From an optimization exercise on the open Yosys and OpenROAD flow, aimed at small area, a short achievable clock period and few clock cycles per item; shortcuts taken in it are not production practice.
The RTL was checked by simulation tests, not by an equivalence proof against the original design.

==> flow/design.v, too long to show whole: its modules and the start of the top module <==
// module rs_stage_a: 873 lines
// module rs_stage_b1: 130 lines
// module rs_stage_b2: 79 lines
// module rs_stage_b3: 33 lines
// module dc_rs_decoder: 159 lines
module dc_rs_decoder (
  input  wire         clk,
  input  wire         rst,           
  input  wire         in_valid,
  output wire         in_ready,
  input  wire [159:0] in_sym,        
  input  wire         in_mark_a_vld,
  input  wire [4:0]   in_mark_a,
  input  wire         in_mark_b_vld,
  input  wire [4:0]   in_mark_b,
  output reg          out_valid,
  input  wire         out_ready,
  output wire [127:0] out_data,      
  output wire [1:0]   out_status,    
  output wire [19:0]  out_changed,
  output wire         out_unmarked_vld,
  output wire [4:0]   out_unmarked,
  output wire [31:0]  out_synd
);
  // ...
==> flow/flow/run.sh <==
#!/bin/bash
set -e
export BUFFER_PORTS_ARGS="-buffer_cell sky130_fd_sc_hd__buf_2"
export SETUP_SLACK_MARGIN=14.5
bash standard.sh > standard.log 2>&1
==> flow/standard.sh <==
#!/bin/bash
# synth_recipe.tcl (not shown) runs the flow's synth.tcl, then flattens the netlist and writes it again
# the make line also repeats each setting of config.mk as NAME=value (left out here)
make -C /OpenROAD-flow-scripts/flow DESIGN_CONFIG=/design/flow/config.mk WORK_HOME=/design/flow/orfs CLKGATE_MAP_FILE= SYNTH_SCRIPT=/design/flow/synth_recipe.tcl "${@:-finish}"
==> flow/config.mk <==
export PLATFORM = sky130hd
export DESIGN_NAME = dc_rs_decoder
export DESIGN_NICKNAME = dc_rs_decoder
export VERILOG_FILES = /design/flow/design.v
export SDC_FILE = /design/flow/constraint.sdc
export NUM_CORES = 4
export LEC_CHECK = 0
export ABC_AREA = 1
export CAP_MARGIN = 20
export CORE_MARGIN = 2
export CORE_UTILIZATION = 55
export PLACE_DENSITY = 0.7
export SLEW_MARGIN = 20
==> flow/constraint.sdc <==
create_clock -name core_clock -period 22.0 [get_ports {clk}]
set_input_delay 4.4000 -clock core_clock [delete_from_list [all_inputs] [get_ports {clk}]]
set_output_delay 4.4000 -clock core_clock [all_outputs]
set_load 0.01 [all_outputs]
==> flow_metrics.tcl, run 1 <==
set metrics [dict create \
    post_cts_buffers 1 \
    signal_buffers 421 \
    grt_util_met1_pct 54.52 \
    fin_setup_tns_ps 0 \
    async_flop_share_pct 0 \
    grt-ovfl-total 0 \
    final_cells 11290 \
    final_util_pct 60.79 \
    worstSetupEndpoint "out_data[0]" \
    clk_path_buf_depth 3 \
    drive_gt1_share_pct 10.75 \
    grt.busiest_layer "met2" \
    nClkBuffers 94 \
    antenna_found_initial 14 \
    grt_usage_pct 41.71 \
    status "no timing/DRC/antenna violations" \
    fmax_ghz 0.1311 \
    wirelength_um 271400 \
    start_kind "flip-flop" \
    wl_per_cell_um 24.05 \
    yosys.area_share.simple_pct 35.42 \
    drc 0 \
    ys_top_cells_by_area "edfxtp_1 35%, nand2_1 19%, xor2_1 10%, xnor2_1 7.5%, nand3_1 6.3%" \
    seq_area_sq_um 23960 \
]
Testbench counts, summed over its fixed seeds: cycles 16,024, items 16,000.
==> module rs_stage_a, before the edit <==
module rs_stage_a (
  input  wire [159:0] sym,
  input  wire         va,
  input  wire [4:0]   ma,
  input  wire         vb,
  input  wire [4:0]   mb,
  output wire [31:0]  synd,
  output wire [7:0]   l1,
  output wire [7:0]   l2,
  output wire [7:0]   lx
);
  function [7:0] chip_loc;
    input [4:0] x;
    begin
      chip_loc[0] = (x == 5'd1) | (x == 5'd5) | (x == 5'd6) | (x == 5'd7) | (x == 5'd11) | (x == 5'd19);
      chip_loc[1] = (x == 5'd0) | (x == 5'd4) | (x == 5'd5) | (x == 5'd6) | (x == 5'd10) | (x == 5'd18);
      chip_loc[2] = (x == 5'd1) | (x == 5'd3) | (x == 5'd4) | (x == 5'd6) | (x == 5'd7) | (x == 5'd9) | (x == 5'd11) | (x == 5'd17);
      chip_loc[3] = (x == 5'd0) | (x == 5'd1) | (x == 5'd2) | (x == 5'd3) | (x == 5'd7) | (x == 5'd8) | (x == 5'd10) | (x == 5'd11) | (x == 5'd16);
      chip_loc[4] = (x == 5'd0) | (x == 5'd2) | (x == 5'd5) | (x == 5'd9) | (x == 5'd10) | (x == 5'd11) | (x == 5'd15);
      chip_loc[5] = (x == 5'd1) | (x == 5'd4) | (x == 5'd8) | (x == 5'd9) | (x == 5'd10) | (x == 5'd14);
      chip_loc[6] = (x == 5'd0) | (x == 5'd3) | (x == 5'd7) | (x == 5'd8) | (x == 5'd9) | (x == 5'd13);
      chip_loc[7] = (x == 5'd2) | (x == 5'd6) | (x == 5'd7) | (x == 5'd8) | (x == 5'd12);
    end
  endfunction
  function [7:0] lam2_of;
    input [5:0] x;
    begin
      lam2_of[0] = (x == 6'd2) | (x == 6'd5) | (x == 6'd6) | (x == 6'd13) | (x == 6'd14) | (x == 6'd15) | (x == 6'd17) | (x == 6'd20) | (x == 6'd24) | (x == 6'd25) | (x == 6'd26) | (x == 6'd30) | (x == 6'd38);
      lam2_of[1] = (x == 6'd1) | (x == 6'd4) | (x == 6'd5) | (x == 6'd12) | (x == 6'd13) | (x == 6'd14) | (x == 6'd16) | (x == 6'd19) | (x == 6'd23) | (x == 6'd24) | (x == 6'd25) | (x == 6'd29) | (x == 6'd37);
      lam2_of[2] = (x == 6'd0) | (x == 6'd2) | (x == 6'd3) | (x == 6'd4) | (x == 6'd5) | (x == 6'd6) | (x == 6'd11) | (x == 6'd12) | (x == 6'd14) | (x == 6'd17) | (x == 6'd18) | (x == 6'd20) | (x == 6'd22) | (x == 6'd23) | (x == 6'd25) | (x == 6'd26) | (x == 6'd28) | (x == 6'd30) | (x == 6'd36);
      lam2_of[3] = (x == 6'd1) | (x == 6'd3) | (x == 6'd4) | (x == 6'd6) | (x == 6'd10) | (x == 6'd11) | (x == 6'd14) | (x == 6'd15) | (x == 6'd16) | (x == 6'd19) | (x == 6'd20) | (x == 6'd21) | (x == 6'd22) | (x == 6'd26) | (x == 6'd27) | (x == 6'd29) | (x == 6'd30) | (x == 6'd35);
      lam2_of[4] = (x == 6'd0) | (x == 6'd3) | (x == 6'd6) | (x == 6'd9) | (x == 6'd10) | (x == 6'd17) | (x == 6'd18) | (x == 6'd19) | (x == 6'd21) | (x == 6'd24) | (x == 6'd28) | (x == 6'd29) | (x == 6'd30) | (x == 6'd34);
      lam2_of[5] = (x == 6'd2) | (x == 6'd5) | (x == 6'd8) | (x == 6'd9) | (x == 6'd16) | (x == 6'd17) | (x == 6'd18) | (x == 6'd20) | (x == 6'd23) | (x == 6'd27) | (x == 6'd28) | (x == 6'd29) | (x == 6'd33);
      lam2_of[6] = (x == 6'd1) | (x == 6'd4) | (x == 6'd7) | (x == 6'd8) | (x == 6'd15) | (x == 6'd16) | (x == 6'd17) | (x == 6'd19) | (x == 6'd22) | (x == 6'd26) | (x == 6'd27) | (x == 6'd28) | (x == 6'd32);
      lam2_of[7] = (x == 6'd0) | (x == 6'd3) | (x == 6'd6) | (x == 6'd7) | (x == 6'd14) | (x == 6'd15) | (x == 6'd16) | (x == 6'd18) | (x == 6'd21) | (x == 6'd25) | (x == 6'd26) | (x == 6'd27) | (x == 6'd31);
    end
  endfunction
  wire t160 = sym[5] ^ sym[14];
  wire t161 = sym[4] ^ sym[15];
  wire t162 = sym[22] ^ sym[74];
  wire t163 = sym[44] ^ sym[110];
  wire t164 = sym[0] ^ sym[3];
  wire t165 = sym[11] ^ sym[38];
  wire t166 = sym[12] ^ sym[64];
  wire t167 = sym[23] ^ sym[119];
  wire t168 = sym[47] ^ sym[99];
  wire t169 = sym[56] ^ sym[115];
  wire t170 = sym[65] ^ sym[124];
  wire t171 = sym[86] ^ sym[134];
  wire t172 = sym[88] ^ sym[142];
  wire t173 = sym[1] ^ sym[10];
  wire t174 = sym[2] ^ sym[108];
  wire t175 = sym[6] ^ sym[94];
  wire t176 = sym[7] ^ sym[63];
  wire t177 = sym[21] ^ sym[30];
  wire t178 = sym[25] ^ sym[55];
  wire t179 = sym[31] ^ sym[83];
  wire t180 = sym[42] ^ sym[53];
  wire t181 = sym[66] ^ sym[76];
  wire t182 = sym[92] ^ t160;
  wire t183 = sym[106] ^ sym[151];
  wire t184 = sym[8] ^ sym[35];
  wire t185 = sym[9] ^ sym[36];
  wire t186 = sym[13] ^ sym[73];
  wire t187 = sym[18] ^ sym[45];
  wire t188 = sym[19] ^ sym[46];
  wire t189 = sym[20] ^ sym[72];
  wire t190 = sym[24] ^ sym[54];
  wire t191 = sym[29] ^ sym[81];
  wire t192 = sym[39] ^ sym[91];
  wire t193 = sym[40] ^ sym[85];
  wire t194 = sym[41] ^ sym[107];
  wire t195 = sym[49] ^ sym[97];
  wire t196 = sym[51] ^ sym[62];
  wire t197 = sym[52] ^ sym[118];
  wire t198 = sym[71] ^ t167;
  wire t199 = sym[75] ^ sym[111];
  wire t200 = sym[77] ^ sym[125];
  wire t201 = sym[87] ^ sym[135];
  wire t202 = sym[89] ^ sym[143];
  wire t203 = sym[90] ^ t165;
  wire t204 = sym[93] ^ sym[103];
  wire t205 = t163 ^ t172;
  wire t206 = sym[16] ^ sym[79];
  wire t207 = sym[17] ^ sym[26];
  wire t208 = sym[27] ^ sym[34];
  wire t209 = sym[28] ^ sym[117];
  wire t210 = sym[33] ^ sym[133];
  wire t211 = sym[37] ^ sym[109];
  wire t212 = sym[48] ^ sym[59];
  wire t213 = sym[57] ^ sym[105];
  wire t214 = sym[68] ^ sym[116];
  wire t215 = sym[78] ^ sym[126];
  wire t216 = sym[80] ^ sym[98];
  wire t217 = sym[82] ^ sym[127];
  wire t218 = sym[84] ^ sym[95];
  wire t219 = sym[100] ^ t166;
  wire t220 = sym[101] ^ t162;
  wire t221 = sym[102] ^ t182;
  wire t222 = sym[104] ^ sym[120];
  wire t223 = sym[121] ^ sym[131];
  wire t224 = sym[50] ^ sym[130];
  wire t225 = sym[58] ^ t193;
  wire t226 = sym[60] ^ sym[140];
  wire t227 = sym[61] ^ sym[70];
  wire t228 = sym[67] ^ t169;
  wire t229 = sym[96] ^ t161;
  wire t230 = sym[112] ^ sym[132];
  wire t231 = sym[113] ^ t170;
  wire t232 = sym[114] ^ sym[150];
  wire t233 = t164 ^ t177;
  wire t234 = t168 ^ t174;
  wire t235 = t171 ^ t181;
  wire t236 = t179 ^ t187;
  wire t237 = t188 ^ t191;
  wire t238 = t192 ^ t220;
  wire t239 = sym[32] ^ t194;
  wire t240 = sym[43] ^ t186;
  wire t241 = sym[69] ^ t196;
  wire t242 = sym[122] ^ t204;
  wire t243 = sym[123] ^ t175;
  wire t244 = sym[128] ^ t180;
  wire t245 = sym[141] ^ t178;
  wire t246 = t173 ^ t189;
  wire t247 = t176 ^ t197;
  wire t248 = t183 ^ t198;
  wire t249 = t184 ^ t203;
  wire t250 = t185 ^ t238;
  wire t251 = t190 ^ t208;
  wire t252 = t202 ^ t216;
  wire t253 = t205 ^ t207;
  wire t254 = t217 ^ t219;
  wire t255 = sym[12] ^ t214;
  wire t256 = sym[21] ^ sym[149];
  wire t257 = sym[37] ^ t209;
  wire t258 = sym[50] ^ t212;
  wire t259 = sym[55] ^ t210;
  wire t260 = sym[116] ^ t227;
  wire t261 = sym[127] ^ t201;
  wire t262 = sym[129] ^ t195;
  wire t263 = sym[138] ^ t247;
  wire t264 = sym[141] ^ t226;
  wire t265 = t161 ^ t195;
  wire t266 = t199 ^ t218;
  wire t267 = t206 ^ t232;
  wire t268 = t215 ^ t228;
  wire t269 = t222 ^ t235;
  wire t270 = t230 ^ t242;
  wire t271 = t234 ^ t237;
  wire t272 = sym[1] ^ sym[73];
  wire t273 = sym[2] ^ sym[84];
  wire t274 = sym[3] ^ t211;
  wire t275 = sym[4] ^ sym[92];
  wire t276 = sym[5] ^ sym[35];
  wire t277 = sym[10] ^ sym[74];
  wire t278 = sym[11] ^ sym[139];
  wire t279 = sym[13] ^ sym[53];
  wire t280 = sym[14] ^ sym[70];
  wire t281 = sym[17] ^ sym[44];
  wire t282 = sym[22] ^ sym[150];
  wire t283 = sym[24] ^ sym[64];
  wire t284 = sym[26] ^ sym[98];
  wire t285 = sym[27] ^ sym[131];
  wire t286 = sym[33] ^ sym[109];
  wire t287 = sym[34] ^ t229;
  wire t288 = sym[36] ^ sym[108];
  wire t289 = sym[41] ^ sym[101];
  wire t290 = sym[48] ^ sym[96];
  wire t291 = sym[52] ^ sym[76];
  wire t292 = sym[54] ^ t185;
  wire t293 = sym[60] ^ t244;
  wire t294 = sym[63] ^ t236;
  wire t295 = sym[65] ^ t213;
  wire t296 = sym[66] ^ t241;
  wire t297 = sym[69] ^ sym[118];
  wire t298 = sym[82] ^ sym[146];
  wire t299 = sym[85] ^ t200;
  wire t300 = sym[97] ^ sym[137];
  wire t301 = sym[104] ^ t189;
  wire t302 = sym[107] ^ sym[125];
  wire t303 = sym[110] ^ t254;
  wire t304 = sym[120] ^ t224;
  wire t305 = sym[126] ^ t246;
  wire t306 = sym[140] ^ t178;
  wire t307 = sym[143] ^ t223;
  wire t308 = sym[154] ^ t253;
  wire t309 = sym[156] ^ t260;
  wire t310 = t162 ^ t245;
  wire t311 = t168 ^ t231;
  wire t312 = t169 ^ t251;
  wire t313 = t170 ^ t248;
  wire t314 = t171 ^ t282;
  wire t315 = t179 ^ t221;
  wire t316 = t183 ^ t225;
  wire t317 = t186 ^ t233;
  wire t318 = t198 ^ t261;
  wire t319 = t221 ^ t249;
  wire t320 = t252 ^ t271;
  wire t321 = t257 ^ t308;
  wire t322 = t269 ^ t306;
  wire t323 = sym[0] ^ sym[88];
  wire t324 = sym[3] ^ sym[83];
  wire t325 = sym[4] ^ t197;
  wire t326 = sym[5] ^ sym[61];
  wire t327 = sym[6] ^ sym[23];
  wire t328 = sym[7] ^ sym[126];
  wire t329 = sym[8] ^ sym[128];
  wire t330 = sym[9] ^ t262;
  wire t331 = sym[11] ^ t304;
  wire t332 = sym[13] ^ t259;
  wire t333 = sym[15] ^ sym[16];
  wire t334 = sym[15] ^ sym[39];
  wire t335 = sym[18] ^ sym[138];
  wire t336 = sym[19] ^ t278;
  wire t337 = sym[20] ^ sym[132];
  wire t338 = sym[21] ^ sym[80];
  wire t339 = sym[23] ^ t266;
  wire t340 = sym[28] ^ sym[84];
  wire t341 = sym[29] ^ sym[93];
  wire t342 = sym[30] ^ sym[102];
  wire t343 = sym[31] ^ sym[159];
  wire t344 = sym[32] ^ sym[114];
  wire t345 = sym[32] ^ sym[136];
  wire t346 = sym[34] ^ sym[66];
  wire t347 = sym[40] ^ sym[112];
  wire t348 = sym[42] ^ sym[113];
  wire t349 = sym[43] ^ sym[67];
  wire t350 = sym[43] ^ t202;
  wire t351 = sym[44] ^ sym[148];
  wire t352 = sym[45] ^ sym[86];
  wire t353 = sym[46] ^ sym[100];
  wire t354 = sym[47] ^ t265;
  wire t355 = sym[51] ^ sym[91];
  wire t356 = sym[54] ^ t280;
  wire t357 = sym[55] ^ sym[95];
  wire t358 = sym[56] ^ sym[119];
  wire t359 = sym[56] ^ t290;
  wire t360 = sym[57] ^ t175;
  wire t361 = sym[59] ^ sym[155];
  wire t362 = sym[61] ^ t300;
  wire t363 = sym[62] ^ sym[118];
  wire t364 = sym[68] ^ t246;
  wire t365 = sym[71] ^ sym[121];
  wire t366 = sym[72] ^ sym[142];
  wire t367 = sym[74] ^ t259;
  wire t368 = sym[75] ^ sym[123];
  wire t369 = sym[75] ^ sym[130];
  wire t370 = sym[77] ^ t180;
  wire t371 = sym[78] ^ t302;
  wire t372 = sym[79] ^ sym[151];
  wire t373 = sym[80] ^ t283;
  wire t374 = sym[81] ^ sym[89];
  wire t375 = sym[85] ^ t210;
  wire t376 = sym[87] ^ t206;
  wire t377 = sym[90] ^ t224;
  wire t378 = sym[94] ^ sym[147];
  wire t379 = sym[98] ^ t180;
  wire t380 = sym[99] ^ sym[122];
  wire t381 = sym[101] ^ t256;
  wire t382 = sym[102] ^ t258;
  wire t383 = sym[103] ^ sym[115];
  wire t384 = sym[105] ^ sym[129];
  wire t385 = sym[106] ^ t160;
  wire t386 = sym[109] ^ t184;
  wire t387 = sym[111] ^ t223;
  wire t388 = sym[114] ^ t277;
  wire t389 = sym[117] ^ sym[157];
  wire t390 = sym[117] ^ t200;
  wire t391 = sym[123] ^ t199;
  wire t392 = sym[124] ^ sym[135];
  wire t393 = sym[130] ^ sym[144];
  wire t394 = sym[132] ^ t173;
  wire t395 = sym[133] ^ sym[151];
  wire t396 = sym[133] ^ t279;
  wire t397 = sym[134] ^ t172;
  wire t398 = sym[135] ^ sym[139];
  wire t399 = sym[136] ^ t229;
  wire t400 = sym[139] ^ t265;
  wire t401 = sym[145] ^ t258;
  wire t402 = sym[148] ^ t240;
  wire t403 = sym[149] ^ t275;
  wire t404 = sym[152] ^ t199;
  wire t405 = sym[153] ^ t176;
  wire t406 = sym[155] ^ t293;
  wire t407 = sym[157] ^ t209;
  wire t408 = sym[158] ^ t174;
  wire t409 = sym[158] ^ t215;
  wire t410 = sym[159] ^ t167;
  wire t411 = t164 ^ t205;
  wire t412 = t164 ^ t243;
  wire t413 = t165 ^ t181;
  wire t414 = t166 ^ t237;
  wire t415 = t173 ^ t213;
  wire t416 = t177 ^ t188;
  wire t417 = t182 ^ t233;
  wire t418 = t187 ^ t292;
  wire t419 = t190 ^ t201;
  wire t420 = t191 ^ t285;
  wire t421 = t193 ^ t219;
  wire t422 = t194 ^ t263;
  wire t423 = t196 ^ t212;
  wire t424 = t200 ^ t239;
  wire t425 = t201 ^ t321;
  wire t426 = t203 ^ t208;
  wire t427 = t204 ^ t225;
  wire t428 = t207 ^ t320;
  wire t429 = t211 ^ t251;
  wire t430 = t214 ^ t276;
  wire t431 = t216 ^ t267;
  wire t432 = t218 ^ t379;
  wire t433 = t222 ^ t256;
  wire t434 = t223 ^ t421;
  wire t435 = t231 ^ t243;
  wire t436 = t234 ^ t286;
  wire t437 = t236 ^ t270;
  wire t438 = t239 ^ t366;
  wire t439 = t240 ^ t325;
  wire t440 = t248 ^ t264;
  wire t441 = t250 ^ t294;
  wire t442 = t250 ^ t333;
  wire t443 = t253 ^ t313;
  wire t444 = t255 ^ t288;
  wire t445 = t262 ^ t378;
  wire t446 = t263 ^ t284;
  wire t447 = t268 ^ t287;
  wire t448 = t272 ^ t338;
  wire t449 = t274 ^ t394;
  wire t450 = t281 ^ t309;
  wire t451 = t291 ^ t426;
  wire t452 = t295 ^ t391;
  wire t453 = t296 ^ t401;
  wire t454 = t297 ^ t317;
  wire t455 = t298 ^ t440;
  wire t456 = t299 ^ t328;
  wire t457 = t301 ^ t403;
  wire t458 = t303 ^ t348;
  wire t459 = t307 ^ t310;
  wire t460 = t312 ^ t371;
  wire t461 = t316 ^ t422;
  wire t462 = t318 ^ t372;
  wire t463 = t319 ^ t364;
  wire t464 = t341 ^ t389;
  wire t465 = t344 ^ t402;
  wire t466 = t360 ^ t427;
  wire t467 = t362 ^ t459;
  wire t468 = t370 ^ t425;
  wire t469 = t393 ^ t431;
  wire t470 = t414 ^ t442;
  wire t471 = t423 ^ t447;
  wire t472 = sym[16] ^ sym[72];
  wire t473 = sym[144] ^ sym[152];
  wire t474 = t222 ^ t323;
  wire t475 = t329 ^ t345;
  wire t476 = t347 ^ t472;
  wire t477 = t473 ^ t359;
  wire t478 = t373 ^ t474;
  wire t479 = t475 ^ t476;
  wire t480 = t477 ^ t478;
  wire t481 = t479 ^ t480;
  assign synd[0] = t481;
  wire t482 = sym[17] ^ sym[25];
  wire t483 = sym[33] ^ sym[41];
  wire t484 = sym[113] ^ sym[121];
  wire t485 = sym[137] ^ sym[145];
  wire t486 = sym[153] ^ t272;
  wire t487 = t374 ^ t482;
  wire t488 = t483 ^ t484;
  wire t489 = t485 ^ t295;
  wire t490 = t486 ^ t487;
  wire t491 = t488 ^ t330;
  wire t492 = t489 ^ t490;
  wire t493 = t491 ^ t492;
  assign synd[1] = t493;
  wire t494 = sym[2] ^ sym[42];
  wire t495 = sym[58] ^ sym[106];
  wire t496 = sym[122] ^ sym[154];
  wire t497 = t284 ^ t298;
  wire t498 = t335 ^ t346;
  wire t499 = t494 ^ t495;
  wire t500 = t496 ^ t377;
  wire t501 = t388 ^ t497;
  wire t502 = t498 ^ t499;
  wire t503 = t500 ^ t501;
  wire t504 = t502 ^ t503;
  assign synd[2] = t504;
  wire t505 = sym[35] ^ sym[99];
  wire t506 = sym[107] ^ sym[115];
  wire t507 = sym[147] ^ t285;
  wire t508 = t324 ^ t349;
  wire t509 = t355 ^ t361;
  wire t510 = t368 ^ t505;
  wire t511 = t506 ^ t336;
  wire t512 = t507 ^ t508;
  wire t513 = t509 ^ t510;
  wire t514 = t511 ^ t512;
  wire t515 = t513 ^ t514;
  assign synd[3] = t515;
  wire t516 = sym[100] ^ sym[124];
  wire t517 = sym[156] ^ t226;
  wire t518 = t275 ^ t291;
  wire t519 = t337 ^ t340;
  wire t520 = t351 ^ t516;
  wire t521 = t517 ^ t518;
  wire t522 = t519 ^ t520;
  wire t523 = t444 ^ t521;
  wire t524 = t522 ^ t523;
  assign synd[4] = t524;
  wire t525 = sym[45] ^ sym[69];
  wire t526 = sym[141] ^ t211;
  wire t527 = t326 ^ t525;
  wire t528 = t299 ^ t381;
  wire t529 = t396 ^ t464;
  wire t530 = t526 ^ t527;
  wire t531 = t528 ^ t529;
  wire t532 = t530 ^ t531;
  assign synd[5] = t532;
  wire t533 = sym[38] ^ sym[46];
  wire t534 = sym[110] ^ sym[142];
  wire t535 = t175 ^ t342;
  wire t536 = t363 ^ t533;
  wire t537 = t534 ^ t314;
  wire t538 = t356 ^ t409;
  wire t539 = t535 ^ t536;
  wire t540 = t537 ^ t538;
  wire t541 = t539 ^ t540;
  assign synd[6] = t541;
  wire t542 = sym[47] ^ sym[103];
  wire t543 = sym[111] ^ sym[143];
  wire t544 = t176 ^ t334;
  wire t545 = t343 ^ t357;
  wire t546 = t542 ^ t543;
  wire t547 = t544 ^ t545;
  wire t548 = t546 ^ t547;
  wire t549 = t462 ^ t548;
  assign synd[7] = t549;
  wire t550 = sym[20] ^ sym[29];
  wire t551 = sym[48] ^ sym[62];
  wire t552 = t184 ^ t273;
  wire t553 = t550 ^ t551;
  wire t554 = t220 ^ t228;
  wire t555 = t396 ^ t404;
  wire t556 = t413 ^ t552;
  wire t557 = t553 ^ t354;
  wire t558 = t554 ^ t555;
  wire t559 = t556 ^ t315;
  wire t560 = t466 ^ t557;
  wire t561 = t558 ^ t443;
  wire t562 = t559 ^ t560;
  wire t563 = t561 ^ t562;
  assign synd[8] = t563;
  wire t564 = sym[27] ^ sym[49];
  wire t565 = sym[67] ^ sym[144];
  wire t566 = t160 ^ t334;
  wire t567 = t564 ^ t565;
  wire t568 = t233 ^ t235;
  wire t569 = t252 ^ t255;
  wire t570 = t405 ^ t566;
  wire t571 = t567 ^ t339;
  wire t572 = t382 ^ t418;
  wire t573 = t424 ^ t568;
  wire t574 = t569 ^ t570;
  wire t575 = t466 ^ t571;
  wire t576 = t572 ^ t573;
  wire t577 = t574 ^ t575;
  wire t578 = t576 ^ t577;
  assign synd[9] = t578;
  wire t579 = sym[7] ^ sym[24];
  wire t580 = sym[57] ^ sym[60];
  wire t581 = sym[83] ^ sym[86];
  wire t582 = sym[93] ^ sym[97];
  wire t583 = t169 ^ t215;
  wire t584 = t289 ^ t345;
  wire t585 = t579 ^ t580;
  wire t586 = t581 ^ t582;
  wire t587 = t266 ^ t583;
  wire t588 = t584 ^ t585;
  wire t589 = t586 ^ t271;
  wire t590 = t367 ^ t587;
  wire t591 = t588 ^ t313;
  wire t592 = t453 ^ t589;
  wire t593 = t590 ^ t463;
  wire t594 = t591 ^ t592;
  wire t595 = t593 ^ t594;
  wire t596 = t468 ^ t595;
  assign synd[10] = t596;
  wire t597 = sym[25] ^ sym[134];
  wire t598 = sym[146] ^ t210;
  wire t599 = t300 ^ t597;
  wire t600 = t241 ^ t252;
  wire t601 = t260 ^ t376;
  wire t602 = t386 ^ t598;
  wire t603 = t599 ^ t254;
  wire t604 = t417 ^ t439;
  wire t605 = t600 ^ t601;
  wire t606 = t602 ^ t406;
  wire t607 = t460 ^ t603;
  wire t608 = t604 ^ t605;
  wire t609 = t441 ^ t443;
  wire t610 = t606 ^ t607;
  wire t611 = t608 ^ t609;
  wire t612 = t610 ^ t611;
  assign synd[11] = t612;
  wire t613 = sym[0] ^ sym[63];
  wire t614 = sym[120] ^ sym[133];
  wire t615 = sym[138] ^ t178;
  wire t616 = t206 ^ t302;
  wire t617 = t349 ^ t383;
  wire t618 = t392 ^ t613;
  wire t619 = t614 ^ t257;
  wire t620 = t397 ^ t615;
  wire t621 = t616 ^ t617;
  wire t622 = t618 ^ t305;
  wire t623 = t309 ^ t316;
  wire t624 = t418 ^ t445;
  wire t625 = t619 ^ t620;
  wire t626 = t621 ^ t320;
  wire t627 = t451 ^ t622;
  wire t628 = t623 ^ t624;
  wire t629 = t625 ^ t626;
  wire t630 = t627 ^ t628;
  wire t631 = t629 ^ t630;
  assign synd[12] = t631;
  wire t632 = sym[53] ^ sym[59];
  wire t633 = sym[73] ^ sym[112];
  wire t634 = t171 ^ t177;
  wire t635 = t192 ^ t214;
  wire t636 = t224 ^ t351;
  wire t637 = t357 ^ t363;
  wire t638 = t365 ^ t398;
  wire t639 = t632 ^ t633;
  wire t640 = t274 ^ t407;
  wire t641 = t634 ^ t635;
  wire t642 = t636 ^ t637;
  wire t643 = t638 ^ t639;
  wire t644 = t249 ^ t254;
  wire t645 = t305 ^ t424;
  wire t646 = t640 ^ t641;
  wire t647 = t642 ^ t643;
  wire t648 = t644 ^ t645;
  wire t649 = t646 ^ t647;
  wire t650 = t428 ^ t648;
  wire t651 = t649 ^ t650;
  assign synd[13] = t651;
  wire t652 = sym[51] ^ sym[65];
  wire t653 = sym[117] ^ sym[122];
  wire t654 = t226 ^ t358;
  wire t655 = t652 ^ t653;
  wire t656 = t203 ^ t409;
  wire t657 = t419 ^ t420;
  wire t658 = t654 ^ t655;
  wire t659 = t436 ^ t457;
  wire t660 = t656 ^ t657;
  wire t661 = t658 ^ t454;
  wire t662 = t659 ^ t660;
  wire t663 = t441 ^ t458;
  wire t664 = t661 ^ t662;
  wire t665 = t663 ^ t664;
  assign synd[14] = t665;
  wire t666 = sym[93] ^ t227;
  wire t667 = t340 ^ t346;
  wire t668 = t245 ^ t267;
  wire t669 = t359 ^ t410;
  wire t670 = t416 ^ t666;
  wire t671 = t667 ^ t238;
  wire t672 = t439 ^ t449;
  wire t673 = t452 ^ t668;
  wire t674 = t669 ^ t670;
  wire t675 = t303 ^ t315;
  wire t676 = t671 ^ t672;
  wire t677 = t673 ^ t674;
  wire t678 = t675 ^ t676;
  wire t679 = t677 ^ t678;
  assign synd[15] = t679;
  wire t680 = sym[28] ^ sym[95];
  wire t681 = sym[100] ^ sym[116];
  wire t682 = sym[152] ^ t163;
  wire t683 = t170 ^ t204;
  wire t684 = t213 ^ t232;
  wire t685 = t369 ^ t680;
  wire t686 = t681 ^ t228;
  wire t687 = t236 ^ t385;
  wire t688 = t419 ^ t448;
  wire t689 = t682 ^ t683;
  wire t690 = t684 ^ t685;
  wire t691 = t249 ^ t287;
  wire t692 = t456 ^ t686;
  wire t693 = t687 ^ t688;
  wire t694 = t689 ^ t690;
  wire t695 = t322 ^ t691;
  wire t696 = t692 ^ t693;
  wire t697 = t694 ^ t695;
  wire t698 = t696 ^ t697;
  assign synd[16] = t698;
  wire t699 = sym[26] ^ sym[58];
  wire t700 = sym[97] ^ sym[107];
  wire t701 = sym[153] ^ t175;
  wire t702 = t181 ^ t183;
  wire t703 = t213 ^ t273;
  wire t704 = t290 ^ t352;
  wire t705 = t699 ^ t700;
  wire t706 = t245 ^ t261;
  wire t707 = t387 ^ t390;
  wire t708 = t430 ^ t701;
  wire t709 = t702 ^ t703;
  wire t710 = t704 ^ t705;
  wire t711 = t268 ^ t706;
  wire t712 = t707 ^ t708;
  wire t713 = t709 ^ t710;
  wire t714 = t711 ^ t712;
  wire t715 = t713 ^ t714;
  wire t716 = t470 ^ t715;
  assign synd[17] = t716;
  wire t717 = sym[58] ^ sym[105];
  wire t718 = t212 ^ t217;
  wire t719 = t288 ^ t327;
  wire t720 = t353 ^ t392;
  wire t721 = t717 ^ t718;
  wire t722 = t719 ^ t720;
  wire t723 = t354 ^ t721;
  wire t724 = t722 ^ t322;
  wire t725 = t437 ^ t454;
  wire t726 = t460 ^ t469;
  wire t727 = t723 ^ t321;
  wire t728 = t463 ^ t724;
  wire t729 = t725 ^ t726;
  wire t730 = t727 ^ t728;
  wire t731 = t729 ^ t730;
  assign synd[18] = t731;
  wire t732 = sym[49] ^ sym[70];
  wire t733 = sym[88] ^ sym[145];
  wire t734 = t163 ^ t297;
  wire t735 = t358 ^ t361;
  wire t736 = t395 ^ t732;
  wire t737 = t733 ^ t264;
  wire t738 = t266 ^ t267;
  wire t739 = t377 ^ t734;
  wire t740 = t735 ^ t736;
  wire t741 = t269 ^ t429;
  wire t742 = t435 ^ t737;
  wire t743 = t738 ^ t739;
  wire t744 = t740 ^ t250;
  wire t745 = t434 ^ t741;
  wire t746 = t742 ^ t743;
  wire t747 = t428 ^ t744;
  wire t748 = t745 ^ t746;
  wire t749 = t747 ^ t748;
  assign synd[19] = t749;
  wire t750 = sym[40] ^ sym[142];
  wire t751 = sym[150] ^ t168;
  wire t752 = t289 ^ t355;
  wire t753 = t374 ^ t750;
  wire t754 = t387 ^ t751;
  wire t755 = t752 ^ t753;
  wire t756 = t270 ^ t305;
  wire t757 = t317 ^ t331;
  wire t758 = t399 ^ t429;
  wire t759 = t754 ^ t755;
  wire t760 = t315 ^ t450;
  wire t761 = t756 ^ t757;
  wire t762 = t758 ^ t759;
  wire t763 = t455 ^ t760;
  wire t764 = t761 ^ t762;
  wire t765 = t763 ^ t764;
  assign synd[20] = t765;
  wire t766 = sym[52] ^ sym[71];
  wire t767 = sym[147] ^ t161;
  wire t768 = t196 ^ t273;
  wire t769 = t395 ^ t766;
  wire t770 = t243 ^ t407;
  wire t771 = t448 ^ t767;
  wire t772 = t768 ^ t769;
  wire t773 = t438 ^ t770;
  wire t774 = t771 ^ t772;
  wire t775 = t319 ^ t437;
  wire t776 = t773 ^ t774;
  wire t777 = t458 ^ t467;
  wire t778 = t775 ^ t776;
  wire t779 = t777 ^ t778;
  assign synd[21] = t779;
  wire t780 = sym[5] ^ sym[62];
  wire t781 = sym[104] ^ sym[143];
  wire t782 = t324 ^ t780;
  wire t783 = t781 ^ t244;
  wire t784 = t375 ^ t397;
  wire t785 = t408 ^ t782;
  wire t786 = t270 ^ t339;
  wire t787 = t435 ^ t783;
  wire t788 = t784 ^ t785;
  wire t789 = t446 ^ t465;
  wire t790 = t786 ^ t787;
  wire t791 = t788 ^ t789;
  wire t792 = t790 ^ t470;
  wire t793 = t791 ^ t792;
  assign synd[22] = t793;
  wire t794 = sym[14] ^ sym[64];
  wire t795 = sym[75] ^ sym[82];
  wire t796 = sym[125] ^ t176;
  wire t797 = t211 ^ t218;
  wire t798 = t279 ^ t281;
  wire t799 = t342 ^ t384;
  wire t800 = t398 ^ t794;
  wire t801 = t795 ^ t235;
  wire t802 = t350 ^ t375;
  wire t803 = t388 ^ t410;
  wire t804 = t796 ^ t797;
  wire t805 = t798 ^ t799;
  wire t806 = t800 ^ t311;
  wire t807 = t312 ^ t412;
  wire t808 = t457 ^ t801;
  wire t809 = t802 ^ t803;
  wire t810 = t804 ^ t805;
  wire t811 = t806 ^ t807;
  wire t812 = t808 ^ t809;
  wire t813 = t810 ^ t811;
  wire t814 = t812 ^ t813;
  assign synd[23] = t814;
  wire t815 = t327 ^ t352;
  wire t816 = t380 ^ t205;
  wire t817 = t239 ^ t350;
  wire t818 = t356 ^ t404;
  wire t819 = t433 ^ t815;
  wire t820 = t367 ^ t449;
  wire t821 = t816 ^ t817;
  wire t822 = t818 ^ t819;
  wire t823 = t434 ^ t446;
  wire t824 = t820 ^ t821;
  wire t825 = t822 ^ t471;
  wire t826 = t823 ^ t824;
  wire t827 = t825 ^ t826;
  assign synd[24] = t827;
  wire t828 = sym[45] ^ sym[119];
  wire t829 = sym[127] ^ t163;
  wire t830 = t174 ^ t202;
  wire t831 = t230 ^ t283;
  wire t832 = t289 ^ t323;
  wire t833 = t353 ^ t365;
  wire t834 = t380 ^ t828;
  wire t835 = t314 ^ t376;
  wire t836 = t405 ^ t430;
  wire t837 = t829 ^ t830;
  wire t838 = t831 ^ t832;
  wire t839 = t833 ^ t834;
  wire t840 = t293 ^ t332;
  wire t841 = t400 ^ t452;
  wire t842 = t835 ^ t836;
  wire t843 = t837 ^ t838;
  wire t844 = t839 ^ t451;
  wire t845 = t840 ^ t841;
  wire t846 = t842 ^ t843;
  wire t847 = t844 ^ t845;
  wire t848 = t846 ^ t847;
  assign synd[25] = t848;
  wire t849 = sym[33] ^ sym[36];
  wire t850 = sym[46] ^ sym[90];
  wire t851 = sym[129] ^ t192;
  wire t852 = t227 ^ t230;
  wire t853 = t276 ^ t277;
  wire t854 = t368 ^ t849;
  wire t855 = t850 ^ t229;
  wire t856 = t241 ^ t307;
  wire t857 = t373 ^ t381;
  wire t858 = t851 ^ t852;
  wire t859 = t853 ^ t854;
  wire t860 = t268 ^ t311;
  wire t861 = t382 ^ t855;
  wire t862 = t856 ^ t857;
  wire t863 = t858 ^ t859;
  wire t864 = t322 ^ t860;
  wire t865 = t861 ^ t862;
  wire t866 = t863 ^ t461;
  wire t867 = t864 ^ t865;
  wire t868 = t866 ^ t867;
  wire t869 = t468 ^ t868;
  assign synd[26] = t869;
  wire t870 = sym[91] ^ t286;
  wire t871 = t335 ^ t383;
  wire t872 = t413 ^ t415;
  wire t873 = t420 ^ t433;
  wire t874 = t870 ^ t871;
  wire t875 = t221 ^ t310;
  wire t876 = t311 ^ t318;
  wire t877 = t400 ^ t411;
  wire t878 = t444 ^ t456;
  wire t879 = t872 ^ t873;
  wire t880 = t874 ^ t406;
  wire t881 = t469 ^ t875;
  wire t882 = t876 ^ t877;
  wire t883 = t878 ^ t879;
  wire t884 = t880 ^ t881;
  wire t885 = t882 ^ t883;
  wire t886 = t884 ^ t885;
  assign synd[27] = t886;
  wire t887 = sym[2] ^ sym[10];
  wire t888 = sym[39] ^ sym[81];
  wire t889 = sym[96] ^ sym[140];
  wire t890 = sym[149] ^ t162;
  wire t891 = t200 ^ t209;
  wire t892 = t217 ^ t232;
  wire t893 = t329 ^ t384;
  wire t894 = t887 ^ t888;
  wire t895 = t889 ^ t242;
  wire t896 = t336 ^ t890;
  wire t897 = t891 ^ t892;
  wire t898 = t893 ^ t894;
  wire t899 = t332 ^ t417;
  wire t900 = t895 ^ t896;
  wire t901 = t897 ^ t898;
  wire t902 = t450 ^ t453;
  wire t903 = t899 ^ t900;
  wire t904 = t901 ^ t461;
  wire t905 = t902 ^ t903;
  wire t906 = t904 ^ t905;
  assign synd[28] = t906;
  wire t907 = sym[1] ^ sym[108];
  wire t908 = t166 ^ t194;
  wire t909 = t197 ^ t278;
  wire t910 = t280 ^ t347;
  wire t911 = t369 ^ t907;
  wire t912 = t244 ^ t301;
  wire t913 = t314 ^ t464;
  wire t914 = t908 ^ t909;
  wire t915 = t910 ^ t911;
  wire t916 = t294 ^ t330;
  wire t917 = t412 ^ t912;
  wire t918 = t913 ^ t914;
  wire t919 = t915 ^ t916;
  wire t920 = t917 ^ t918;
  wire t921 = t455 ^ t471;
  wire t922 = t919 ^ t920;
  wire t923 = t921 ^ t922;
  assign synd[29] = t923;
  wire t924 = sym[76] ^ sym[83];
  wire t925 = sym[131] ^ t190;
  wire t926 = t326 ^ t924;
  wire t927 = t231 ^ t240;
  wire t928 = t247 ^ t255;
  wire t929 = t264 ^ t304;
  wire t930 = t386 ^ t408;
  wire t931 = t415 ^ t416;
  wire t932 = t925 ^ t926;
  wire t933 = t399 ^ t432;
  wire t934 = t438 ^ t445;
  wire t935 = t927 ^ t928;
  wire t936 = t929 ^ t930;
  wire t937 = t931 ^ t932;
  wire t938 = t462 ^ t933;
  wire t939 = t934 ^ t935;
  wire t940 = t936 ^ t937;
  wire t941 = t938 ^ t939;
  wire t942 = t940 ^ t941;
  assign synd[30] = t942;
  wire t943 = sym[6] ^ sym[119];
  wire t944 = t337 ^ t343;
  wire t945 = t943 ^ t225;
  wire t946 = t292 ^ t385;
  wire t947 = t390 ^ t944;
  wire t948 = t296 ^ t331;
  wire t949 = t411 ^ t432;
  wire t950 = t436 ^ t945;
  wire t951 = t946 ^ t947;
  wire t952 = t465 ^ t948;
  wire t953 = t949 ^ t950;
  wire t954 = t951 ^ t467;
  wire t955 = t952 ^ t953;
  wire t956 = t954 ^ t955;
  assign synd[31] = t956;
  wire       e2 = va & vb;
  wire [7:0] xa = chip_loc(ma);
  wire [7:0] xb = chip_loc(mb);
  assign l1 = e2 ? (xa ^ xb) : (va ? xa : xb);
  assign l2 = lam2_of({1'b0, ma} + {1'b0, mb});
  assign lx = e2 ? xb : l1;
endmodule
==> module rs_stage_b1, before the edit <==
module rs_stage_b1 (
  input  wire [31:0]  synd,
  input  wire         va,
  input  wire [4:0]   ma,
  input  wire         vb,
  input  wire [4:0]   mb,
  input  wire [7:0]   l1,
  input  wire [7:0]   l2,
  input  wire [7:0]   lx,
  output wire         clean,     
  output wire         allz,      
  output wire         okp,       
  output wire [4:0]   p,         
  output wire [7:0]   q,
  output wire [7:0]   f1
);
  function [7:0] gf_mul;
    input [7:0] a;
    input [7:0] b;
    integer k;
    reg [7:0] p;
    reg [7:0] aa;
    begin
      p  = 8'h00;
      aa = a;
      for (k = 0; k < 8; k = k + 1) begin
        if (b[k]) p = p ^ aa;
        aa = aa[7] ? ({aa[6:0], 1'b0} ^ 8'h1D) : {aa[6:0], 1'b0};
      end
      gf_mul = p;
    end
  endfunction
  function [7:0] gf_sqr;
    input [7:0] a;
    begin
      gf_sqr[0] = a[0] ^ a[4] ^ a[6] ^ a[7];
      gf_sqr[1] = a[7];
      gf_sqr[2] = a[1] ^ a[4] ^ a[5] ^ a[6];
      gf_sqr[3] = a[4] ^ a[6];
      gf_sqr[4] = a[2] ^ a[4] ^ a[5] ^ a[7];
      gf_sqr[5] = a[5];
      gf_sqr[6] = a[3] ^ a[5] ^ a[6];
      gf_sqr[7] = a[6];
    end
  endfunction
  function [7:0] loc_inv;
    input [4:0] x;
    begin
      loc_inv[0] = (x == 5'd0) | (x == 5'd1) | (x == 5'd2) | (x == 5'd7) | (x == 5'd9) | (x == 5'd10) | (x == 5'd11) | (x == 5'd12) | (x == 5'd16) | (x == 5'd17) | (x == 5'd19);
      loc_inv[1] = (x == 5'd0) | (x == 5'd1) | (x == 5'd2) | (x == 5'd3) | (x == 5'd8) | (x == 5'd10) | (x == 5'd11) | (x == 5'd12) | (x == 5'd13) | (x == 5'd17) | (x == 5'd18);
      loc_inv[2] = (x == 5'd3) | (x == 5'd4) | (x == 5'd7) | (x == 5'd10) | (x == 5'd13) | (x == 5'd14) | (x == 5'd16) | (x == 5'd17) | (x == 5'd18);
      loc_inv[3] = (x == 5'd0) | (x == 5'd1) | (x == 5'd2) | (x == 5'd4) | (x == 5'd5) | (x == 5'd7) | (x == 5'd8) | (x == 5'd9) | (x == 5'd10) | (x == 5'd12) | (x == 5'd14) | (x == 5'd15) | (x == 5'd16) | (x == 5'd18);
      loc_inv[4] = (x == 5'd3) | (x == 5'd5) | (x == 5'd6) | (x == 5'd7) | (x == 5'd8) | (x == 5'd12) | (x == 5'd13) | (x == 5'd15);
      loc_inv[5] = (x == 5'd4) | (x == 5'd6) | (x == 5'd7) | (x == 5'd8) | (x == 5'd9) | (x == 5'd13) | (x == 5'd14) | (x == 5'd16);
      loc_inv[6] = (x == 5'd0) | (x == 5'd5) | (x == 5'd7) | (x == 5'd8) | (x == 5'd9) | (x == 5'd10) | (x == 5'd14) | (x == 5'd15) | (x == 5'd17);
      loc_inv[7] = (x == 5'd0) | (x == 5'd1) | (x == 5'd6) | (x == 5'd8) | (x == 5'd9) | (x == 5'd10) | (x == 5'd11) | (x == 5'd15) | (x == 5'd16) | (x == 5'd18);
    end
  endfunction
  wire [7:0] s0 = synd[7:0];
  wire [7:0] s1 = synd[15:8];
  wire [7:0] s2 = synd[23:16];
  wire [7:0] s3 = synd[31:24];
  wire       e2 = va & vb;
  wire       e1 = va ^ vb;
  wire [4:0] m1 = va ? ma : mb;
  wire [7:0] p10 = gf_mul(lx, s0);
  wire [7:0] p11 = gf_mul(l1, s1);
  wire [7:0] p12 = gf_mul(l1, s2);
  wire [7:0] p20 = gf_mul(l2, s0);
  wire [7:0] p21 = gf_mul(l2, s1);
  wire [7:0] fa = e2 ? (s2 ^ p11 ^ p20) : e1 ? (s1 ^ p10) : s0;
  wire [7:0] fb = e2 ? (s3 ^ p12 ^ p21) : e1 ? (s2 ^ p11) : s1;
  wire [7:0] fc = e1 ? (s3 ^ p12) : s2;
  assign q  = s1 ^ p10;
  assign f1 = gf_mul(fa, loc_inv(m1));
  wire [7:0] fk [0:19];
  assign fk[0] = fa;
  assign fk[1] = {fk[0][6:0], 1'b0} ^ (fk[0][7] ? 8'h1D : 8'h00);
  assign fk[2] = {fk[1][6:0], 1'b0} ^ (fk[1][7] ? 8'h1D : 8'h00);
  assign fk[3] = {fk[2][6:0], 1'b0} ^ (fk[2][7] ? 8'h1D : 8'h00);
  assign fk[4] = {fk[3][6:0], 1'b0} ^ (fk[3][7] ? 8'h1D : 8'h00);
  assign fk[5] = {fk[4][6:0], 1'b0} ^ (fk[4][7] ? 8'h1D : 8'h00);
  assign fk[6] = {fk[5][6:0], 1'b0} ^ (fk[5][7] ? 8'h1D : 8'h00);
  assign fk[7] = {fk[6][6:0], 1'b0} ^ (fk[6][7] ? 8'h1D : 8'h00);
  assign fk[8] = {fk[7][6:0], 1'b0} ^ (fk[7][7] ? 8'h1D : 8'h00);
  assign fk[9] = {fk[8][6:0], 1'b0} ^ (fk[8][7] ? 8'h1D : 8'h00);
  assign fk[10] = {fk[9][6:0], 1'b0} ^ (fk[9][7] ? 8'h1D : 8'h00);
  assign fk[11] = {fk[10][6:0], 1'b0} ^ (fk[10][7] ? 8'h1D : 8'h00);
  assign fk[12] = {fk[11][6:0], 1'b0} ^ (fk[11][7] ? 8'h1D : 8'h00);
  assign fk[13] = {fk[12][6:0], 1'b0} ^ (fk[12][7] ? 8'h1D : 8'h00);
  assign fk[14] = {fk[13][6:0], 1'b0} ^ (fk[13][7] ? 8'h1D : 8'h00);
  assign fk[15] = {fk[14][6:0], 1'b0} ^ (fk[14][7] ? 8'h1D : 8'h00);
  assign fk[16] = {fk[15][6:0], 1'b0} ^ (fk[15][7] ? 8'h1D : 8'h00);
  assign fk[17] = {fk[16][6:0], 1'b0} ^ (fk[16][7] ? 8'h1D : 8'h00);
  assign fk[18] = {fk[17][6:0], 1'b0} ^ (fk[17][7] ? 8'h1D : 8'h00);
  assign fk[19] = {fk[18][6:0], 1'b0} ^ (fk[18][7] ? 8'h1D : 8'h00);
  wire [19:0] hit;
  assign hit[0] = (fb == fk[19]);
  assign hit[1] = (fb == fk[18]);
  assign hit[2] = (fb == fk[17]);
  assign hit[3] = (fb == fk[16]);
  assign hit[4] = (fb == fk[15]);
  assign hit[5] = (fb == fk[14]);
  assign hit[6] = (fb == fk[13]);
  assign hit[7] = (fb == fk[12]);
  assign hit[8] = (fb == fk[11]);
  assign hit[9] = (fb == fk[10]);
  assign hit[10] = (fb == fk[9]);
  assign hit[11] = (fb == fk[8]);
  assign hit[12] = (fb == fk[7]);
  assign hit[13] = (fb == fk[6]);
  assign hit[14] = (fb == fk[5]);
  assign hit[15] = (fb == fk[4]);
  assign hit[16] = (fb == fk[3]);
  assign hit[17] = (fb == fk[2]);
  assign hit[18] = (fb == fk[1]);
  assign hit[19] = (fb == fk[0]);
  assign p[0] = hit[1] | hit[3] | hit[5] | hit[7] | hit[9] | hit[11] | hit[13] | hit[15] | hit[17] | hit[19];
  assign p[1] = hit[2] | hit[3] | hit[6] | hit[7] | hit[10] | hit[11] | hit[14] | hit[15] | hit[18] | hit[19];
  assign p[2] = hit[4] | hit[5] | hit[6] | hit[7] | hit[12] | hit[13] | hit[14] | hit[15];
  assign p[3] = hit[8] | hit[9] | hit[10] | hit[11] | hit[12] | hit[13] | hit[14] | hit[15];
  assign p[4] = hit[16] | hit[17] | hit[18] | hit[19];
  wire       anz   = (fa != 8'd0);
  wire       fnd   = |hit;
  wire       cons  = e2 | ((gf_sqr(fb) == gf_mul(fa, fc)) &
                           (e1 | (gf_sqr(fc) == gf_mul(fb, s3))));
  assign clean = (synd == 32'd0);
  assign allz  = ~anz & (fb == 8'd0) & (e2 | (fc == 8'd0));
  assign okp   = anz & fnd & cons;
endmodule
==> module dc_rs_decoder, before the edit <==
module dc_rs_decoder (
  input  wire         clk,
  input  wire         rst,           
  input  wire         in_valid,
  output wire         in_ready,
  input  wire [159:0] in_sym,        
  input  wire         in_mark_a_vld,
  input  wire [4:0]   in_mark_a,
  input  wire         in_mark_b_vld,
  input  wire [4:0]   in_mark_b,
  output reg          out_valid,
  input  wire         out_ready,
  output wire [127:0] out_data,      
  output wire [1:0]   out_status,    
  output wire [19:0]  out_changed,
  output wire         out_unmarked_vld,
  output wire [4:0]   out_unmarked,
  output wire [31:0]  out_synd
);
  reg  r1_valid, r2_valid, sk_valid;
  wire adv3 = !out_valid || out_ready;
  wire adv2 = !r2_valid || adv3;
  wire adv1 = !r1_valid || adv2;
  wire take = in_valid && !sk_valid;
  assign in_ready = !sk_valid;
  wire [31:0] a_synd;
  wire [7:0]  a_l1, a_l2, a_lx;
  rs_stage_a u_a (
    .sym (in_sym),
    .va (in_mark_a_vld), .ma (in_mark_a), .vb (in_mark_b_vld), .mb (in_mark_b),
    .synd (a_synd), .l1 (a_l1), .l2 (a_l2), .lx (a_lx)
  );
  wire [195:0] a_beat = {a_l1, a_l2, a_lx,
                         in_mark_b_vld, in_mark_b, in_mark_a_vld, in_mark_a,
                         a_synd, in_sym[127:0]};
  reg  [195:0] sk_beat;
  always @(posedge clk) begin
    if (rst) begin
      sk_valid <= 1'b0;
    end else if (take && !adv1) begin
      sk_valid <= 1'b1;
    end else if (adv1) begin
      sk_valid <= 1'b0;
    end
  end
  always @(posedge clk) begin
    if (take && !adv1) begin
      sk_beat <= a_beat;
    end
  end
  reg [127:0] r1_dat;
  reg [31:0]  r1_synd;
  reg [7:0]   r1_l1, r1_l2, r1_lx;
  reg         r1_va, r1_vb;
  reg [4:0]   r1_ma, r1_mb;
  always @(posedge clk) begin
    if (rst) begin
      r1_valid <= 1'b0;
    end else if (adv1) begin
      r1_valid <= sk_valid || take;
    end
  end
  always @(posedge clk) begin
    if (adv1 && (sk_valid || take)) begin
      {r1_l1, r1_l2, r1_lx, r1_vb, r1_mb, r1_va, r1_ma, r1_synd, r1_dat} <=
        sk_valid ? sk_beat : a_beat;
    end
  end
  wire       b1_clean, b1_allz, b1_okp;
  wire [4:0] b1_p;
  wire [7:0] b1_q, b1_f1;
  rs_stage_b1 u_b1 (
    .synd (r1_synd),
    .va (r1_va), .ma (r1_ma), .vb (r1_vb), .mb (r1_mb),
    .l1 (r1_l1), .l2 (r1_l2), .lx (r1_lx),
    .clean (b1_clean), .allz (b1_allz), .okp (b1_okp), .p (b1_p),
    .q (b1_q), .f1 (b1_f1)
  );
  reg [127:0] r2_dat;
  reg [31:0]  r2_synd;
  reg [7:0]   r2_q, r2_f1;
  reg         r2_clean, r2_allz, r2_okp;
  reg [4:0]   r2_p;
  reg         r2_va, r2_vb;
  reg [4:0]   r2_ma, r2_mb;
  always @(posedge clk) begin
    if (rst) begin
      r2_valid <= 1'b0;
    end else if (adv2) begin
      r2_valid <= r1_valid;
    end
  end
  always @(posedge clk) begin
    if (adv2 && r1_valid) begin
      r2_dat    <= r1_dat;
      r2_synd   <= r1_synd;
      r2_q      <= b1_q;
      r2_f1     <= b1_f1;
      r2_clean  <= b1_clean;  r2_allz <= b1_allz;  r2_okp <= b1_okp;
      r2_p      <= b1_p;
      r2_va     <= r1_va;  r2_ma <= r1_ma;
      r2_vb     <= r1_vb;  r2_mb <= r1_mb;
    end
  end
  wire [1:0] b2_status;
  wire       b2_en_p;
  wire [7:0] b2_yp, b2_mag_a, b2_mag_b;
  wire [2:0] b2_nz;
  rs_stage_b2 u_b2 (
    .s0 (r2_synd[7:0]),
    .va (r2_va), .ma (r2_ma), .vb (r2_vb), .mb (r2_mb),
    .p (r2_p), .q (r2_q), .f1 (r2_f1),
    .clean (r2_clean), .allz (r2_allz), .okp (r2_okp),
    .status (b2_status), .en_p (b2_en_p),
    .yp (b2_yp), .mag_a (b2_mag_a), .mag_b (b2_mag_b), .nz (b2_nz)
  );
  reg [127:0] r3_dat;
  reg [31:0]  r3_synd;
  reg [7:0]   r3_yp, r3_mag_a, r3_mag_b;
  reg [2:0]   r3_nz;
  reg [1:0]   r3_status;
  reg         r3_en_p;
  reg [4:0]   r3_p;
  reg         r3_va, r3_vb;
  reg [4:0]   r3_ma, r3_mb;
  always @(posedge clk) begin
    if (rst) begin
      out_valid <= 1'b0;
    end else if (adv3) begin
      out_valid <= r2_valid;
    end
  end
  always @(posedge clk) begin
    if (adv3 && r2_valid) begin
      r3_dat    <= r2_dat;
      r3_synd   <= r2_synd;
      r3_yp     <= b2_yp;
      r3_mag_a  <= b2_mag_a;
      r3_mag_b  <= b2_mag_b;
      r3_nz     <= b2_nz;
      r3_status <= b2_status;
      r3_en_p   <= b2_en_p;
      r3_p      <= r2_p;
      r3_va     <= r2_va;  r3_ma <= r2_ma;
      r3_vb     <= r2_vb;  r3_mb <= r2_mb;
    end
  end
  rs_stage_b3 u_b3 (
    .dat (r3_dat),
    .va (r3_va), .ma (r3_ma), .vb (r3_vb), .mb (r3_mb),
    .en_p (r3_en_p), .corr (r3_status == 2'd1), .p (r3_p),
    .yp (r3_yp), .mag_a (r3_mag_a), .mag_b (r3_mag_b), .nz (r3_nz),
    .data (out_data), .changed (out_changed)
  );
  assign out_status       = r3_status;
  assign out_unmarked_vld = r3_en_p;
  assign out_unmarked     = r3_p;
  assign out_synd         = r3_synd;
endmodule
==> run 2, diff against run 1 <==
--- a/flow/design.v
+++ b/flow/design.v
@@ -1,27 +1,10 @@
 module rs_stage_a (
   input  wire [159:0] sym,
-  input  wire         va,
   input  wire [4:0]   ma,
-  input  wire         vb,
   input  wire [4:0]   mb,
   output wire [31:0]  synd,
-  output wire [7:0]   l1,
-  output wire [7:0]   l2,
-  output wire [7:0]   lx
+  output wire [7:0]   l2
 );
-  function [7:0] chip_loc;
-    input [4:0] x;
-    begin
-      chip_loc[0] = (x == 5'd1) | (x == 5'd5) | (x == 5'd6) | (x == 5'd7) | (x == 5'd11) | (x == 5'd19);
-      chip_loc[1] = (x == 5'd0) | (x == 5'd4) | (x == 5'd5) | (x == 5'd6) | (x == 5'd10) | (x == 5'd18);
-      chip_loc[2] = (x == 5'd1) | (x == 5'd3) | (x == 5'd4) | (x == 5'd6) | (x == 5'd7) | (x == 5'd9) | (x == 5'd11) | (x == 5'd17);
-      chip_loc[3] = (x == 5'd0) | (x == 5'd1) | (x == 5'd2) | (x == 5'd3) | (x == 5'd7) | (x == 5'd8) | (x == 5'd10) | (x == 5'd11) | (x == 5'd16);
-      chip_loc[4] = (x == 5'd0) | (x == 5'd2) | (x == 5'd5) | (x == 5'd9) | (x == 5'd10) | (x == 5'd11) | (x == 5'd15);
-      chip_loc[5] = (x == 5'd1) | (x == 5'd4) | (x == 5'd8) | (x == 5'd9) | (x == 5'd10) | (x == 5'd14);
-      chip_loc[6] = (x == 5'd0) | (x == 5'd3) | (x == 5'd7) | (x == 5'd8) | (x == 5'd9) | (x == 5'd13);
-      chip_loc[7] = (x == 5'd2) | (x == 5'd6) | (x == 5'd7) | (x == 5'd8) | (x == 5'd12);
-    end
-  endfunction
   function [7:0] lam2_of;
     input [5:0] x;
     begin
@@ -864,12 +847,7 @@
   wire t955 = t952 ^ t953;
   wire t956 = t954 ^ t955;
   assign synd[31] = t956;
-  wire       e2 = va & vb;
-  wire [7:0] xa = chip_loc(ma);
-  wire [7:0] xb = chip_loc(mb);
-  assign l1 = e2 ? (xa ^ xb) : (va ? xa : xb);
   assign l2 = lam2_of({1'b0, ma} + {1'b0, mb});
-  assign lx = e2 ? xb : l1;
 endmodule
 module rs_stage_b1 (
   input  wire [31:0]  synd,
@@ -877,9 +855,7 @@
   input  wire [4:0]   ma,
   input  wire         vb,
   input  wire [4:0]   mb,
-  input  wire [7:0]   l1,
   input  wire [7:0]   l2,
-  input  wire [7:0]   lx,
   output wire         clean,     
   output wire         allz,      
   output wire         okp,       
@@ -916,6 +892,19 @@
       gf_sqr[7] = a[6];
     end
   endfunction
+  function [7:0] chip_loc;
+    input [4:0] x;
+    begin
+      chip_loc[0] = (x == 5'd1) | (x == 5'd5) | (x == 5'd6) | (x == 5'd7) | (x == 5'd11) | (x == 5'd19);
+      chip_loc[1] = (x == 5'd0) | (x == 5'd4) | (x == 5'd5) | (x == 5'd6) | (x == 5'd10) | (x == 5'd18);
+      chip_loc[2] = (x == 5'd1) | (x == 5'd3) | (x == 5'd4) | (x == 5'd6) | (x == 5'd7) | (x == 5'd9) | (x == 5'd11) | (x == 5'd17);
+      chip_loc[3] = (x == 5'd0) | (x == 5'd1) | (x == 5'd2) | (x == 5'd3) | (x == 5'd7) | (x == 5'd8) | (x == 5'd10) | (x == 5'd11) | (x == 5'd16);
+      chip_loc[4] = (x == 5'd0) | (x == 5'd2) | (x == 5'd5) | (x == 5'd9) | (x == 5'd10) | (x == 5'd11) | (x == 5'd15);
+      chip_loc[5] = (x == 5'd1) | (x == 5'd4) | (x == 5'd8) | (x == 5'd9) | (x == 5'd10) | (x == 5'd14);
+      chip_loc[6] = (x == 5'd0) | (x == 5'd3) | (x == 5'd7) | (x == 5'd8) | (x == 5'd9) | (x == 5'd13);
+      chip_loc[7] = (x == 5'd2) | (x == 5'd6) | (x == 5'd7) | (x == 5'd8) | (x == 5'd12);
+    end
+  endfunction
   function [7:0] loc_inv;
     input [4:0] x;
     begin
@@ -936,7 +925,10 @@
   wire       e2 = va & vb;
   wire       e1 = va ^ vb;
   wire [4:0] m1 = va ? ma : mb;
-  wire [7:0] p10 = gf_mul(lx, s0);
+  wire [7:0] xa = chip_loc(ma);
+  wire [7:0] xb = chip_loc(mb);
+  wire [7:0] l1 = e2 ? (xa ^ xb) : (va ? xa : xb);
+  wire [7:0] p10 = gf_mul(e2 ? xb : l1, s0);
   wire [7:0] p11 = gf_mul(l1, s1);
   wire [7:0] p12 = gf_mul(l1, s2);
   wire [7:0] p20 = gf_mul(l2, s0);
@@ -1138,17 +1130,9 @@
   wire adv1 = !r1_valid || adv2;
   wire take = in_valid && !sk_valid;
   assign in_ready = !sk_valid;
-  wire [31:0] a_synd;
-  wire [7:0]  a_l1, a_l2, a_lx;
-  rs_stage_a u_a (
-    .sym (in_sym),
-    .va (in_mark_a_vld), .ma (in_mark_a), .vb (in_mark_b_vld), .mb (in_mark_b),
-    .synd (a_synd), .l1 (a_l1), .l2 (a_l2), .lx (a_lx)
-  );
-  wire [195:0] a_beat = {a_l1, a_l2, a_lx,
-                         in_mark_b_vld, in_mark_b, in_mark_a_vld, in_mark_a,
-                         a_synd, in_sym[127:0]};
-  reg  [195:0] sk_beat;
+  reg  [171:0] sk_raw;
+  wire [171:0] in_raw = {in_mark_b_vld, in_mark_b, in_mark_a_vld, in_mark_a, in_sym};
+  wire [171:0] a_raw  = sk_valid ? sk_raw : in_raw;
   always @(posedge clk) begin
     if (rst) begin
       sk_valid <= 1'b0;
@@ -1160,12 +1144,18 @@
   end
   always @(posedge clk) begin
     if (take && !adv1) begin
-      sk_beat <= a_beat;
+      sk_raw <= in_raw;
     end
   end
+  wire [31:0] a_synd;
+  wire [7:0]  a_l2;
+  rs_stage_a u_a (
+    .sym (a_raw[159:0]), .ma (a_raw[164:160]), .mb (a_raw[170:166]),
+    .synd (a_synd), .l2 (a_l2)
+  );
   reg [127:0] r1_dat;
   reg [31:0]  r1_synd;
-  reg [7:0]   r1_l1, r1_l2, r1_lx;
+  reg [7:0]   r1_l2;
   reg         r1_va, r1_vb;
   reg [4:0]   r1_ma, r1_mb;
   always @(posedge clk) begin
@@ -1177,8 +1167,10 @@
   end
   always @(posedge clk) begin
     if (adv1 && (sk_valid || take)) begin
-      {r1_l1, r1_l2, r1_lx, r1_vb, r1_mb, r1_va, r1_ma, r1_synd, r1_dat} <=
-        sk_valid ? sk_beat : a_beat;
+      {r1_vb, r1_mb, r1_va, r1_ma} <= a_raw[171:160];
+      r1_dat  <= a_raw[127:0];
+      r1_synd <= a_synd;
+      r1_l2   <= a_l2;
     end
   end
   wire       b1_clean, b1_allz, b1_okp;
@@ -1187,7 +1179,7 @@
   rs_stage_b1 u_b1 (
     .synd (r1_synd),
     .va (r1_va), .ma (r1_ma), .vb (r1_vb), .mb (r1_mb),
-    .l1 (r1_l1), .l2 (r1_l2), .lx (r1_lx),
+    .l2 (r1_l2),
     .clean (b1_clean), .allz (b1_allz), .okp (b1_okp), .p (b1_p),
     .q (b1_q), .f1 (b1_f1)
   );
==> flow_metrics.tcl, run 2 <==
set metrics [dict create \
    final_util_pct 62.58 \
    rows 124 \
    use_met3_pct 8.289 \
    nNetsFinal 8986 \
    min_period_ps 7503 \
    ys_top_cells_by_count "2,551 x nand2_1, 953 x xor2_1, 755 x edfxtp_1, 748 x inv_1, 738 x nand3_1" \
    root_buffer "clkbuf_16" \
    worst_hold_startpoint "r2_dat[24]" \
    port_buffers 365 \
    synth_edf_count 755 \
    syn2layout_area_growth_pct 13.13 \
    cts_hold_buf 0 \
    fin_setup_tns_ps 0 \
    fmax_ghz 0.1333 \
    synth-xor-area-share_pct 21.03 \
    crit_arrival_ps 3100 \
    crit_fanout 8 \
    drt_iter0_markers 8853 \
    crit_type "reg2out" \
    start_kind "flip-flop" \
    synth_top_area_share_pct 35.89 \
    ys.flop_type "edfxtp_1" \
    dp_hpwl_um 203100 \
    critical-path-max-stage-delay_ps 400 \
    clk_latency_ps 720 \
    die-area_sq_um 117600 \
    chipWidth_um 342.9 \
    yosys.area_share.simple_pct 31.03 \
    gp_congestion 1.076 \
    initial_core_util_pct 55.32 \
    yosysTopAreaCell "edfxtp_1" \
    ys_top_cells_by_area "edfxtp_1 36%, nand2_1 15%, xor2_1 13%, xnor2_1 7.8%, nand3_1 5.8%" \
    grt-ovfl-total 0 \
    grt_max_degree 160 \
    yosysMostFrequentCell "nand2_1" \
    post-route-period-util_pct 34.11 \
    core_sq_um 114200 \
    pre_cts_slack_ps 13790 \
    cp.required_ps 17600 \
    io_pins 366 \
    layout_setup_ws_ps 14500 \
    crit_top_cell "inv_1" \
    synth-compound-area-share_pct 4.694 \
    slew_headroom_pct 15.87 \
    worst_pin_slew_ps 1249 \
    met2_usage_pct 67.40 \
    largest_register "sk_raw" \
    rsz0062_at_grt "true" \
    htreeDepth 3 \
    hold_class "reg2reg" \
    clk_pin_slew_ps 60 \
    cts_tree "built" \
    clk_path_buf_depth 3 \
    synth_top_family_by_area "simple AND/OR/NAND/NOR gates" \
    drc 0 \
    cap_viol_max_count 0 \
    dr.pass1.iters 13 \
    finalHoldViolCount 0 \
    grt_first_pass_wirelength_um 377700 \
    reg2reg_from "r1_vb" \
    drive_gt1_share_pct 12.92 \
    setup_viol 0 \
    cp-startpoint "r3_status[1]" \
    synth_seq_area_share_pct 36.02 \
    status "no timing/DRC/antenna violations" \
    final_cell_mix "2,530 x nand2_1, 918 x xor2_1, 755 x edfxtp_1, 738 x inv_1, 729 x nand3_1" \
    syn_nets 8579 \
    cts_buffers 80 \
    synthCells 8376 \
    grt_pass1_vias 57520 \
    endpoint_kind "primary output" \
    avgSynthCellArea_sq_um 7.542 \
    synthMuxAreaShare_pct 0.3328 \
    synth_area_sq_um 63170 \
    hold_ws_ps 390.7 \
    slowest_stage "xnor2_2" \
    synth_warnings 4 \
    grt_util_met1_pct 54.98 \
    skew_ps 97.20 \
    final_common_cell "nand2_1" \
    wl_per_cell_um 25.56 \
    grt.busiest_layer "met2" \
    synth_cell_types 58 \
    synthAdderAreaFrac_pct 0.5823 \
    wirelength_um 265000 \
    path_cells "inv_1 -> nand3_4 -> nor2_4 -> inv_1 -> nor2_1 -> inv_1 -> nor2_4 -> buf_4 -> a21oi_1 -> xnor2_2 -> buf_2" \
    grt_usage_pct 43.77 \
    die_h_um 342.9 \
    clkSinkCount 759 \
    viasPerCell 5.981 \
    num_vias 62000 \
    drv_slew 0 \
    ant_nets 0 \
    synth-seq-cells 759 \
    largest_reg_flops 172 \
    antenna_found_initial 12 \
    async_flop_share_pct 0 \
]
run 2: changes by cell type in the layout (fill, tap and decap cells not counted), sizes merged, moves of 68 or more:
| cell | change |
|---|---|
| o22ai | +76 |
| a21oi | +68 |
| nand3 | -126 |
| buf | +105 |
| nand2 | -996 |
| xor2 | +158 |
run 2: path summary, 6_finish.rpt:
path                         to  slack [ps]  cells after the start
setup / recovery  out_data[127]       14500                     11
hold / removal       r3_dat[24]         390                      0
setup reg to reg         r2_okp       14830                     37
hold reg to reg      r3_dat[24]         390                      0
run 2: metal layers:
| layer | share of wire (%) | wire length [um] |
|---|---|---|
| met5 | 0.0091 | 24 |
| met4 | 9.0 | 23750 |
| met3 | 11 | 29060 |
| met2 | 44 | 115900 |
| met1 | 36 | 96230 |
run 2: area by class of cell:
class	count	area, sq um
flip-flops and latches	759	22760
multi-input cells	6604	37740
repair inverters	1	5.005
inverters	811	3132
diodes	6	15.01
well taps	1512	1892
repair buffers	526	3194
clock inverters	57	689.4
fillers	9863	42720
clock buffers	90	2039
run 2: cells by family after synthesis:
kind of cell / after synthesis
simple gates: 4541
xor+xnor: 1516
fa+ha+maj: 27
compound gates: 499
flops: 759
buf+inv: 1013
mux: 21
run 2: stage by stage:
stage	cells	area, sq um
after floorplan	8376	63210
after global placement	10130	66620
after detailed placement	10130	66650
after CTS	10310	70540
after global routing	10360	71450
final	10370	71460
run 2: repair_timing:
item,CTS,global route
pin swaps,15,16
setup endpoints to repair,110,112
gates resized for setup,138,103
cloned,0,1
buffers inserted,36,48
run 2: critical path: cells and delay by family, from the launching register on:
kind            cells  cell delay, ps
compound gates      1             140
xor+xnor            1             400
simple gates        4             720
flops               1             380
buf+inv             5             760
Testbench counts of run 2, summed over its fixed seeds: cycles 16,024, items 16,000.

-- what the ideal ports hide --
In the flow no input, the clock included, has a driving cell. The finished layouts below were timed again as built, in two steps. Step 1 assumes that a clkbuf_16 drives the clock port and a buf_2 every other input. Step 2 times the ports against the registers' clock, not the clock port: input delays grow and output delays shrink by t, the midpoint of the rising clock arrivals with the driver on. Three values: ideal, step 1, step 2; two values: the first two.
run	t, ns	slack for setup (ns)
run 1	0.768	14.375 / 14.292 / 14.204
run 2	0.756	14.497 / 14.412 / 13.836
After both steps setup and hold are still met in every run listed.
